Context: an optimization exercise on an open-source flow, tuned for small area, a short achievable clock period and few clock cycles per item. The choices shown serve that exercise and are no tape-out recipe.
Function was checked by simulation only, so behaviour that the tests miss may differ from the original.
No activity file was given, so power comes from the tool's default toggle rates.

==> inputs of job 5217 <==
// blaze_unit
module blaze_unit (
    input  wire        clk,
    input  wire        rst,
    input  wire        reg_valid,
    input  wire        reg_write,
    input  wire [5:0]  reg_addr,       
    input  wire [31:0] reg_wdata,
    output wire        reg_ready,
    output wire [31:0] reg_rdata,      
    output wire        mem_req,
    output wire [20:0] mem_addr,       
    input  wire        mem_gnt,
    input  wire        mem_rvalid,
    input  wire [31:0] mem_rdata,
    input  wire        mem_rerr
);
    localparam A_UCFG     = 6'd0;
    localparam A_UCMD     = 6'd1;
    localparam A_USTAT    = 6'd2;
    localparam A_URUN_LO  = 6'd4;
    localparam A_URUN_HI  = 6'd5;
    localparam A_URES_LO  = 6'd6;
    localparam A_URES_HI  = 6'd7;
    localparam A_UDATA32  = 6'd8;
    localparam A_UDATA8   = 6'd9;
    localparam A_UADDR    = 6'd10;
    localparam A_ULEN     = 6'd11;
    localparam A_UDONE    = 6'd12;
    localparam A_UKEY_SEQ = 6'd13;
    localparam A_UKEY_OLO = 6'd14;
    localparam A_UKEY_OHI = 6'd15;
    localparam A_UTRAIL   = 6'd16;
    localparam P_CRC32  = 2'd0;
    localparam P_CRC32C = 2'd1;
    localparam P_CRC16  = 2'd2;
    localparam P_CRC64  = 2'd3;
    function [31:0] bitrev32(input [31:0] v);
        integer j;
        begin
            for (j = 0; j < 32; j = j + 1)
                bitrev32[j] = v[31 - j];
        end
    endfunction
    function [21:0] inc22(input [21:0] v);
        integer i;
        begin
            for (i = 0; i < 22; i = i + 1)
                inc22[i] = v[i] ^ (&(v | ~((22'd1 << i) - 22'd1)));
        end
    endfunction
    function [21:0] dec22(input [21:0] v);
        integer i;
        begin
            for (i = 0; i < 22; i = i + 1)
                dec22[i] = v[i] ^ ~(|(v & ((22'd1 << i) - 22'd1)));
        end
    endfunction
    reg  [1:0]  poly;
    reg  [63:0] run;              
  ...
Settings: LEC_CHECK=0, CAP_MARGIN=20, CORE_MARGIN=2, CORE_UTILIZATION=50, PLACE_DENSITY=0.72, SLEW_MARGIN=20; clock period 10.0 ns.
standard.sh (not shown) runs the stock make flow with config.mk's settings and CLKGATE_MAP_FILE= SYNTH_SCRIPT=/design/flow/synth_recipe.tcl, a recipe that flattens the netlist after the stock synthesis.
==> flow/flow/run.sh <==
#!/bin/bash
# The standard layout, with two changes to how it is made (the clock and
# constraints stay as given):
#  - timing repair aims below the 10 ns clock: repair_timing treats any path
#    with less than SETUP_SLACK_MARGIN ns of slack as failing and works on it;
#  - the port buffers are sky130_fd_sc_hd__buf_2 cells instead of the delay
#    cells buffer_ports picks by default (every port still gets a buffer).
set -euo pipefail
bash standard.sh synth > synth.log 2>&1
bash standard.sh SETUP_SLACK_MARGIN=6.5 'BUFFER_PORTS_ARGS=-buffer_cell sky130_fd_sc_hd__buf_2' finish > layout.log 2>&1
==> job 4534: changes against job 5217 <==
--- a/flow/flow/run.sh
+++ b/flow/flow/run.sh
@@ -9,2 +9,2 @@
 bash standard.sh synth > synth.log 2>&1
-bash standard.sh SETUP_SLACK_MARGIN=6.5 'BUFFER_PORTS_ARGS=-buffer_cell sky130_fd_sc_hd__buf_2' finish > layout.log 2>&1
+bash standard.sh SETUP_SLACK_MARGIN=7.0 'BUFFER_PORTS_ARGS=-buffer_cell sky130_fd_sc_hd__buf_2' finish > layout.log 2>&1
Settings changed: CORE_UTILIZATION 50 to 45, PLACE_DENSITY 0.72 to 0.65.
==> job 4539: changes against job 5217 <==
Settings changed: CORE_UTILIZATION 50 to 45, PLACE_DENSITY 0.72 to 0.65.
==> comparison <==
- The lowest count of clock-buffer cells in the layout belongs to job 4534, the highest to job 5217.
- Die area: job 5217 is lower than job 4534 (9.9%).
- In job 4539 the first-iteration DRC count is smaller than in job 4534, by about 15%.
- Sequential cell count is the same in job 5217 and job 4539.
- Job 4539 went through all stages and came out clean. Job 4534 passed the timing, DRC and antenna checks. Job 5217 completed without violations.
- Clock power: job 4539 is higher than job 5217 (about 5%).
==> figures <==
quantity                                                               job 5217     job 4539     job 4534
Outcome                                                timing/DRC/antenna clean  timing/DRC/antenna clean  timing/DRC/antenna clean
Number of CTS-inserted buffers                                               46           47           47
Insertion delay to the later sink of the worst-skew pair                0.62 ns      0.62 ns      0.64 ns
Worst Hold Endpoint                                                  key_seq[2]  key_seq[10]      refused
Synth-to-Final Area Change                                                14.6%        16.0%        40.1%
Multi-input gate share of total cell area                                 64.8%        64.7%        59.3%
Number of buffers and inverters on the critical path                          2            2            3
Clock slew seen by the registers of the worst setup and hold paths      0.07 ns      0.06 ns      0.07 ns
Total core area                                                     64600 sq um  71700 sq um  71700 sq um
Endpoint of the worst register-to-register path                          zr[17]       zr[13]       zr[23]
Peak clock frequency supported by timing                                272 MHz      271 MHz      310 MHz
Testbench counts of job 5217, summed over its fixed seeds: cycles 291,928, bytes 812,402.
Testbench counts of job 4534, summed over its fixed seeds: cycles 291,928, bytes 812,402.
Testbench counts of job 4539, summed over its fixed seeds: cycles 291,928, bytes 812,402.

---

==> run X: inputs <==
blaze_unit, a different RTL version from the one above (not shown whole).
// blaze_unit
module blaze_unit (
    input  wire        clk,
    input  wire        rst,
    input  wire        reg_valid,
    input  wire        reg_write,
    input  wire [5:0]  reg_addr,       
    input  wire [31:0] reg_wdata,
    output wire        reg_ready,
    output wire [31:0] reg_rdata,      
    output wire        mem_req,
    output wire [20:0] mem_addr,       
    input  wire        mem_gnt,
    input  wire        mem_rvalid,
    input  wire [31:0] mem_rdata,
    input  wire        mem_rerr
);
clock: 10.0 ns
lec_check: 0
cap_margin: 20
core_margin: 2
core_utilization: 45
place_density: 0.65
slew_margin: 20
==> flow/flow/run.sh <==
#!/bin/bash
# The standard layout, with timing repair aimed below the 10 ns clock: the
# clock and constraints stay as given, but repair_timing treats any path with
# less than SETUP_SLACK_MARGIN ns of slack as failing and works on it.
set -euo pipefail
bash standard.sh synth > synth.log 2>&1
bash standard.sh SETUP_SLACK_MARGIN=6.0 finish > layout.log 2>&1
==> inputs of run C, as changes to run X <==
--- a/flow/design.v
+++ b/flow/design.v
@@ -65,10 +65,11 @@
     reg  [21:0] udone_hi;         
     reg  [1:0]  udone_lo;         
     reg  [31:0] key_seq;
     reg  [31:0] key_org_lo;
     reg  [2:0]  key_org_hi;
+    reg         seen_rd;          
     reg         ready_q;          
     reg  [5:0]  addr_q;           
     reg         wr_q;             
     reg  [2:0]  cmdb_q;
     reg  [31:0] rdata_q;
@@ -83,13 +84,13 @@
     reg  [23:0] hi3;              
     reg  [31:0] grp;
     reg  [1:0]  gk;               
     reg         gv;               
     reg         sv;               
-    reg         sc;               
     reg         pf;               
-    wire busy = act || gv || sv || sc || pf || (out_cnt != 4'd0);
+    reg         pfr;              
+    wire busy = act || gv || sv || pf || (out_cnt != 4'd0);
     assign reg_ready = ready_q;
     assign reg_rdata = rdata_q;
     assign mem_req   = mreq;
     assign mem_addr  = rq_addr[20:0];
     wire ap      = ready_q && wr_q;
@@ -110,15 +111,10 @@
             P_CRC32, P_CRC32C: preset = 64'h0000_0000_FFFF_FFFF;
             P_CRC16:           preset = 64'h0000_0000_0000_FFFF;
             default:           preset = 64'h0;
         endcase
     end
-    function [31:0] orient(input [1:0] p, input [31:0] g);
-        begin
-            orient = p[1] ? {g[7:0], g[15:8], g[23:16], g[31:24]} : bitrev32(g);
-        end
-    endfunction
     function [31:0] zsel(input [1:0] p, input [63:0] r);
         begin
             case (p)
                 P_CRC32, P_CRC32C: zsel = bitrev32(r[31:0]);
                 P_CRC16:           zsel = {r[15:0], 16'h0};
@@ -127,12 +123,13 @@
         end
     endfunction
     wire [1:0]  s    = uaddr[1:0];
     wire [23:0] llen = (ulen == 24'h0) ? 24'h1 : ulen;
     wire        fold_en = gv || pf || host32;
-    wire        shift_in = sv || sc || host8;
-    wire [31:0] y   = zr ^ grp;      
+    wire [31:0] g_o = poly[1] ? {grp[7:0], grp[15:8], grp[23:16], grp[31:24]}
+                              : bitrev32(grp);
+    wire [31:0] y   = zr ^ (pf ? 32'h0 : g_o);
     wire yx32 = y[4] ^ y[24];
     wire yx33 = y[9] ^ y[16];
     wire yx34 = y[18] ^ y[31];
     wire yx35 = y[8] ^ y[15];
     wire yx36 = y[5] ^ y[13];
@@ -502,14 +499,27 @@
     assign t_crc64[59] = yx50 ^ yx89 ^ yx152 ^ yx217;
     assign t_crc64[60] = yx56 ^ yx83 ^ yx93 ^ yx101 ^ yx223;
     assign t_crc64[61] = y[16] ^ y[31] ^ yx77 ^ yx93 ^ yx139;
     assign t_crc64[62] = y[6] ^ y[11] ^ yx88 ^ yx95 ^ yx117 ^ yx164;
     assign t_crc64[63] = yx36 ^ yx81 ^ yx224 ^ yx234;
-    wire [31:0] y_sh = y >> 24;
-    wire [31:0] p32  = pf ? run[31:0] >> 8      : 32'h0;
-    wire [15:0] p16  = pf ? {run[7:0], 8'h0}    : 16'h0;
-    wire [63:0] p64  = pf ? run << 8            : run << 32;
+    reg  [31:0] y_sh;
+    reg  [31:0] p32;
+    reg  [15:0] p16;
+    reg  [63:0] p64;
+    always @(*) begin
+        case (host8 ? 2'd1 : gk)
+            2'd1:    y_sh = (zr ^ g_o) >> 24;
+            2'd2:    y_sh = (zr ^ g_o) >> 16;
+            default: y_sh = (zr ^ g_o) >> 8;
+        endcase
+        case (pf ? gk : 2'd0)
+            2'd1: begin p32 = run[31:0] >> 8;  p16 = {run[7:0], 8'h0}; p64 = run << 8;  end
+            2'd2: begin p32 = run[31:0] >> 16; p16 = 16'h0;            p64 = run << 16; end
+            2'd3: begin p32 = run[31:0] >> 24; p16 = 16'h0;            p64 = run << 24; end
+            default: begin p32 = 32'h0;        p16 = 16'h0;            p64 = run << 32; end
+        endcase
+    end
     reg [63:0] fold_next;
     always @(*) begin
         case (poly)
             P_CRC32:  fold_next = {run[63:32], t_crc32 ^ p32};
             P_CRC32C: fold_next = {run[63:32], t_crc32c ^ p32};
@@ -546,41 +556,32 @@
     wire       taken   = mreq && mem_gnt;
     wire [3:0] out_n   = out_cnt + {3'h0, taken} - {3'h0, mem_rvalid};
     wire       past_n  = rq_past || (taken && rq_addr[21]);
     wire       act_n   = act && !stop && !cmd_abort;
     wire       mreq_n  = cmd_run || (act_n && !past_n && !out_n[3] && (taken ? w_gt1 : w_gt0));
-    wire seen = reg_valid && !ready_q;
+    wire seen = reg_valid && !ready_q && !seen_rd;
     always @(posedge clk) begin
         addr_q  <= reg_addr;
         wr_q    <= reg_write;
         cmdb_q  <= reg_wdata[2:0];
         rdata_q <= rdata_next;
-        if (shift_in)
-            grp <= 32'h0;
-        else if (pf && gk != 2'd0)
-            grp <= {hi3[15:8], 24'h0};
-        else
-            grp <= orient(poly, act ? algn : {reg_wdata[7:0], reg_wdata[15:8], reg_wdata[23:16],
-                                              reg_addr[0] ? reg_wdata[7:0] : reg_wdata[31:24]});
-        if (fold_en)
-            zr <= zsel(poly, fold_next);
-        else if (shift_in)
-            zr <= y_sh;
-        else
-            zr <= zsel(poly, run);
+        grp     <= act ? algn : {reg_wdata[7:0], reg_wdata[15:8], reg_wdata[23:16],
+                                 reg_addr[0] ? reg_wdata[7:0] : reg_wdata[31:24]};
         if (rst) begin
             poly       <= P_CRC32C;
             run        <= 64'h0000_0000_FFFF_FFFF;
+            zr         <= 32'hFFFF_FFFF;
             refused    <= 1'b0;
             err        <= 1'b0;
             uaddr      <= 23'h0;
             ulen       <= 24'h0;
             udone_hi   <= 22'h0;
             udone_lo   <= 2'h0;
             key_seq    <= 32'h0;
             key_org_lo <= 32'h0;
             key_org_hi <= 3'h0;
+            seen_rd    <= 1'b0;
             ready_q    <= 1'b0;
             act        <= 1'b0;
             rq_addr    <= 22'h0;
             rq_past    <= 1'b0;
             out_cnt    <= 4'h0;
@@ -590,26 +591,29 @@
             hi3        <= 24'h0;
             gk         <= 2'd0;
             gv         <= 1'b0;
             sv         <= 1'b0;
             pf         <= 1'b0;
-            sc         <= 1'b0;
+            pfr        <= 1'b0;
         end else begin
-            ready_q <= seen && (reg_write || !pf);
-            if (fold_en)
+            seen_rd <= seen && !reg_write;
+            ready_q <= (seen && reg_write) || seen_rd;
+            if (fold_en) begin
                 run <= fold_next;
+                zr  <= zsel(poly, fold_next);
+            end else if (sv || host8) begin
+                zr  <= y_sh;
+            end else begin
+                zr  <= zsel(poly, run);
+            end
             if (gv)
                 udone_hi <= inc22(udone_hi);
-            pf <= shift_in;
-            sv <= 1'b0;
-            sc <= pf && (gk != 2'd0);
-            if (shift_in)
-                gk <= gk - 2'd1;
-            if (sv)
-                hi3[15:0] <= grp[23:8];
-            if (pf)
-                hi3[15:0] <= {hi3[7:0], 8'h0};
+            if (pf && pfr)
+                udone_lo <= gk;
+            pf  <= sv || host8;
+            pfr <= sv;
+            sv  <= 1'b0;
             act     <= act_n;
             out_cnt <= out_n;
             rq_past <= past_n;
             mreq    <= mreq_n;
             if (taken)
@@ -623,25 +627,22 @@
                 err <= 1'b1;
             if (form) begin
                 gk     <= f_left[1:0];
                 sv     <= !f_ge4;
                 f_left <= {dec22(f_left[23:2]), f_left[1:0]};
-                if (!f_ge4)
-                    udone_lo <= f_left[1:0];
             end
             if (part) begin
-                gk       <= 2'd0 - s;
-                sv       <= 1'b1;
-                udone_lo <= 2'd0 - s;
+                gk <= 2'd0 - s;
+                sv <= 1'b1;
             end
             if (ap && addr_q == A_UKEY_SEQ) key_seq    <= reg_wdata;
             if (ap && addr_q == A_UKEY_OLO) key_org_lo <= reg_wdata;
             if (ap && addr_q == A_UKEY_OHI) key_org_hi <= reg_wdata[2:0];
             if (ap && busy && wr_guarded)
                 refused <= 1'b1;
             if (host8)
-                gk <= 2'd0;
+                gk <= 2'd1;
             if (ap_idle) begin
                 case (addr_q)
                 A_UCFG:    poly <= reg_wdata[1:0];
                 A_URUN_LO: run[31:0]  <= reg_wdata;
                 A_URUN_HI: run[63:32] <= reg_wdata;
@@ -677,11 +678,11 @@
     end
     wire [31:0] trail_key = {key_org_lo[24:0], key_org_lo[31:25]} ^
                             {key_org_hi, 29'h0} ^ key_seq;
     wire [31:0] trail = (poly == P_CRC32C) ? (res[31:0] ^ trail_key) : 32'h0;
     always @(*) begin
-        case (reg_addr)
+        case (addr_q)
             A_UCFG:     rdata_next = {30'h0, poly};
             A_USTAT:    rdata_next = {29'h0, err, refused, busy};
             A_URUN_LO:  rdata_next = run[31:0];
             A_URUN_HI:  rdata_next = run[63:32];
             A_URES_LO:  rdata_next = res[31:0];
==> flow/flow/run.sh (replaced) <==
#!/bin/bash
# The standard layout, with timing repair aimed below the 10 ns clock: the
# clock and constraints stay as given, but repair_timing treats any path with
# less than SETUP_SLACK_MARGIN ns of slack as failing and works on it.
set -euo pipefail
bash standard.sh synth > synth.log 2>&1
bash standard.sh SETUP_SLACK_MARGIN=6.6 finish > layout.log 2>&1
CORE_UTILIZATION = 40   (was 45)
PLACE_DENSITY = 0.6   (was 0.65)
==> flow_summary_export.csv <==
group,metric,value,unit
status,outcome,"timing/DRC/antenna clean",
drt,drtIter0Drc,5386,
worst_setup_path,crit_arrival,4.49,ns
grt,grt_max_degree,97,
power_and_ir_drop,pg_clk,1.79,mW
floorplanning,std_cell_rows,98,
clock_network,cts_inserted_buffers,44,
worst_setup_path,critPathLaunch,"pf",
layout,seq_cell_count,397,
drt,met2_length,67.9,mm
(the above is from run X)
==> flow_summary_export.csv <==
group,metric,value,unit
worst_setup_path,critPathLaunch,"poly[1]",
logic_synthesis,ys_seq_elements,398,
grt,grt_max_degree,171,
worst_setup_path,crit_arrival,4.37,ns
drt,met2_length,84.0,mm
floorplanning,std_cell_rows,104,
clock_network,cts_inserted_buffers,42,
layout,inv_count,48,
sta,hold_violations,0,
grt,top_usage_layer,"met2",
layout,seq_cell_count,398,
status,outcome,"timing/DRC/antenna clean",
drt,wl_met1,71.3,mm
drt,drtIter0Drc,5592,
floorplanning,initial_core_util,0.404,
drt,post-route-drc-count,0,
sta,rsz0062_at_grt,"true",
power_and_ir_drop,pg_clk,1.71,mW
layout,nClkBuffers,53,
(the above is from run C)
Testbench counts of run X, summed over its fixed seeds: cycles 292,905, bytes 812,402.
Testbench counts of run C, summed over its fixed seeds: cycles 292,976, bytes 812,402.

re-timing with driven ports:
In the flow no input, the clock included, has a driving cell. The finished layouts below were timed again as built, in two steps.
Step 1, drivers: a clkbuf_16 drives clk and a buf_2 each remaining input, both assumed.
Step 2 moves the port delays by t, midway between the first and last clock arrival at a register: inputs arrive t later, outputs are due t later. That takes back most of the time a late clock gives input paths.
a / b / c = ideal / step 1 / step 2; a / b = the first two.
run | shift t [ns] | slack for setup (ns) | worst slew at a driven data input, ns
job 5217 | 0.665 | 6.330 / 6.330 / 5.782 | 0.09
job 4534 | 0.681 | 6.770 / 6.721 / 6.160 | 0.17
job 4539 | 0.664 | 6.304 / 6.304 / 5.874 | 0.09
run X | 0.659 | 5.847 / 5.847 / 5.503 | 0.06
run C | 0.629 | 6.006 / 6.006 / 5.959 | 0.06
After both steps setup and hold are still met in every run listed. The setup slack of job 4534, which loses most, moves by -0.049 ns with the drivers and by -0.610 ns with both steps.
